What follows belongs to an exercise in optimizing a design on an open flow for small area, a short achievable clock period and few clock cycles per item; a production flow would make more cautious choices.

==> module aes128_enc, before the edit <==
module aes128_enc (
    input  wire         clk,
    input  wire         rst,       
    input  wire         start,
    input  wire [127:0] key,
    input  wire [127:0] block,
    output reg          done,
    output wire [127:0] result
);
    reg [127:0] state;
    reg [127:0] kregn;
    reg [3:0]   cnt;      
    reg         idle;
    reg [7:0] rc;
    always @* begin
        if (idle)
            rc = 8'h01;
        else
            case (cnt)
                4'd1: rc = 8'h02;
                4'd2: rc = 8'h04;
                4'd3: rc = 8'h08;
                4'd4: rc = 8'h10;
                4'd5: rc = 8'h20;
                4'd6: rc = 8'h40;
                4'd7: rc = 8'h80;
                4'd8: rc = 8'h1b;
                default: rc = 8'h36;
            endcase
    end
    wire [127:0] sr;
    genvar i, c, r;
    generate
        for (c = 0; c < 4; c = c + 1) begin : g_col
            for (r = 0; r < 4; r = r + 1) begin : g_row
                assign sr[127-8*(r+4*c) -: 8] = state[127-8*(r+4*((c+r)%4)) -: 8];
            end
        end
    endgenerate
    wire [127:0] mcn;
    generate
        for (c = 0; c < 4; c = c + 1) begin : g_mc
            aes_mixcol_n u_mc (.c(sr[127-32*c -: 32]), .mn(mcn[127-32*c -: 32]));
        end
    endgenerate
    wire [127:0] din, kin, sbin, nstate;
    generate
        for (i = 0; i < 128; i = i + 1) begin : g_ark
            g_muxh u_d (.s(idle), .a(mcn[i]), .b(block[i]), .y(din[i]));
            g_muxh u_k (.s(idle), .a(kregn[i]), .b(key[i]), .y(kin[i]));
            g_xor2 u_x (.a(din[i]), .b(kin[i]), .y(sbin[i]));
        end
        for (i = 0; i < 16; i = i + 1) begin : g_sub
            aes_sbox u_sb (.a(sbin[127-8*i -: 8]), .y(nstate[127-8*i -: 8]));
        end
    endgenerate
    wire [31:0] w0 = kin[127:96], w1 = kin[95:64], w2 = kin[63:32], w3 = kin[31:0];
    wire [31:0] sub;
    aes_sbox ks0 (.a(w3[23:16]), .y(sub[31:24]));
    aes_sbox ks1 (.a(w3[15:8]),  .y(sub[23:16]));
    aes_sbox ks2 (.a(w3[7:0]),   .y(sub[15:8]));
    aes_sbox ks3 (.a(w3[31:24]), .y(sub[7:0]));
    wire [31:0] w0r;
    wire [31:0] a01, a012, a0123, n0n, n1n, n2n, n3n;
    assign w0r[23:0] = w0[23:0];
    generate
        for (i = 0; i < 8; i = i + 1) begin : g_rc
            g_xor2 u_rc (.a(w0[24+i]), .b(rc[i]), .y(w0r[24+i]));
        end
        for (i = 0; i < 32; i = i + 1) begin : g_ks
            assign a01[i] = 1'b0;
            assign a012[i] = 1'b0;
            assign a0123[i] = 1'b0;
            g_xnor2 u_n0 (.a(w0r[i]), .b(sub[i]), .y(n0n[i]));
            g_xor2  u_n1 (.a(w1[i]), .b(n0n[i]), .y(n1n[i]));
            g_xor2  u_n2 (.a(w2[i]), .b(n1n[i]), .y(n2n[i]));
            g_xor2  u_n3 (.a(w3[i]), .b(n2n[i]), .y(n3n[i]));
        end
    endgenerate
    generate
        for (i = 0; i < 128; i = i + 1) begin : g_out
            g_xnor2 u_o (.a(sr[i]), .b(kregn[i]), .y(result[i]));
        end
    endgenerate
    always @(posedge clk) begin
        state <= nstate;
        kregn <= {n0n, n1n, n2n, n3n};
    end
    always @(posedge clk) begin
        if (rst) begin
            cnt  <= 4'd0;
            idle <= 1'b1;
            done <= 1'b0;
        end else begin
            done <= !idle && cnt == 4'd9;
            if (start && idle) begin
                cnt  <= 4'd1;
                idle <= 1'b0;
            end else if (!idle) begin
                cnt <= cnt + 4'd1;
                if (cnt == 4'd9)
                    idle <= 1'b1;
            end
        end
    end
endmodule
export LEC_CHECK = 0
export CAP_MARGIN = 20
export CORE_MARGIN = 2
export CORE_UTILIZATION = 70
export CTS_BUF_LIST = sky130_fd_sc_hd__clkbuf_8
export CTS_CLUSTER_DIAMETER = 60
export CTS_CLUSTER_SIZE = 16
export SETUP_SLACK_MARGIN = 3.0
export SLEW_MARGIN = 20
export SYNTH_HIERARCHICAL = 1
create_clock -name core_clock -period 10.0 [get_ports {clk}]
standard.sh (not shown) runs the stock make flow with config.mk's settings and CLKGATE_MAP_FILE= SYNTH_SCRIPT=/design/flow/synth_recipe.tcl, a recipe that flattens the netlist after the stock synthesis.
==> flow/flow/run.sh <==
#!/bin/bash
# The standard layout, with the smallest buffer on the ports.
set -euo pipefail
bash standard.sh BUFFER_PORTS_ARGS="-buffer_cell sky130_fd_sc_hd__buf_1" finish > standard.log 2>&1
Rerun with:
--- a/flow/design.v
+++ b/flow/design.v
@@ -249,17 +249,17 @@
     generate
         for (i = 0; i < 8; i = i + 1) begin : g_rc
             g_xor2 u_rc (.a(w0[24+i]), .b(rc[i]), .y(w0r[24+i]));
         end
         for (i = 0; i < 32; i = i + 1) begin : g_ks
-            assign a01[i] = 1'b0;
+            g_xor2  u_a01 (.a(w0r[i]), .b(w1[i]), .y(a01[i]));
+            g_xor2  u_a23 (.a(w2[i]), .b(w3[i]), .y(a0123[i]));
             assign a012[i] = 1'b0;
-            assign a0123[i] = 1'b0;
             g_xnor2 u_n0 (.a(w0r[i]), .b(sub[i]), .y(n0n[i]));
-            g_xor2  u_n1 (.a(w1[i]), .b(n0n[i]), .y(n1n[i]));
+            g_xnor2 u_n1 (.a(a01[i]), .b(sub[i]), .y(n1n[i]));
             g_xor2  u_n2 (.a(w2[i]), .b(n1n[i]), .y(n2n[i]));
-            g_xor2  u_n3 (.a(w3[i]), .b(n2n[i]), .y(n3n[i]));
+            g_xor2  u_n3 (.a(a0123[i]), .b(n1n[i]), .y(n3n[i]));
         end
     endgenerate
     generate
         for (i = 0; i < 128; i = i + 1) begin : g_out
             g_xnor2 u_o (.a(sr[i]), .b(kregn[i]), .y(result[i]));
Outcome: Global-route usage increases by 0.11 points; cell area came out higher slightly; sequential cell count stays the same; wire length rises slightly; setup slack gets better by 0.14 ns; register-to-register slack gets better by 0.10 ns; first-iteration DRC count shrinks by roughly a tenth; final cell count goes up slightly; maximum frequency is higher by a few percent.
No functional check of the RTL was part of any run of this note.

port drivers added, routing unchanged:
The flow's constraints put no driver on any port. The routed layouts listed below were extracted and timed again, unchanged, in two steps. Step 1: set_driving_cell puts a clkbuf_16 on clk and a buf_2 on each other input, an assumption about the parent block. Step 2, shift: input delay + t, output delay - t, t = (earliest + latest rising clock arrival at the registers) / 2. This alone moves slack from input paths to output paths. Three values: ideal ports, drivers, drivers and shift; two values: the first two.
| run | t (ns) | slack for setup (ns) | hold slack, ns | worst register clock-pin slew, ns | worst data-port slew with drivers (ns) |
|---|---|---|---|---|---|
| the first run | 0.722 | 3.090 / 3.121 / 2.399 | 0.559 / 0.559 / 0.559 | 0.11 / 0.11 | 0.14 |
| the second run | 0.734 | 3.230 / 3.262 / 2.528 | 0.573 / 0.573 / 0.573 | 0.11 / 0.11 | 0.06 |
After both steps setup and hold are still met in every run listed. The setup slack of the second run, which loses most, moves by +0.032 ns with the drivers and by -0.702 ns with both steps.
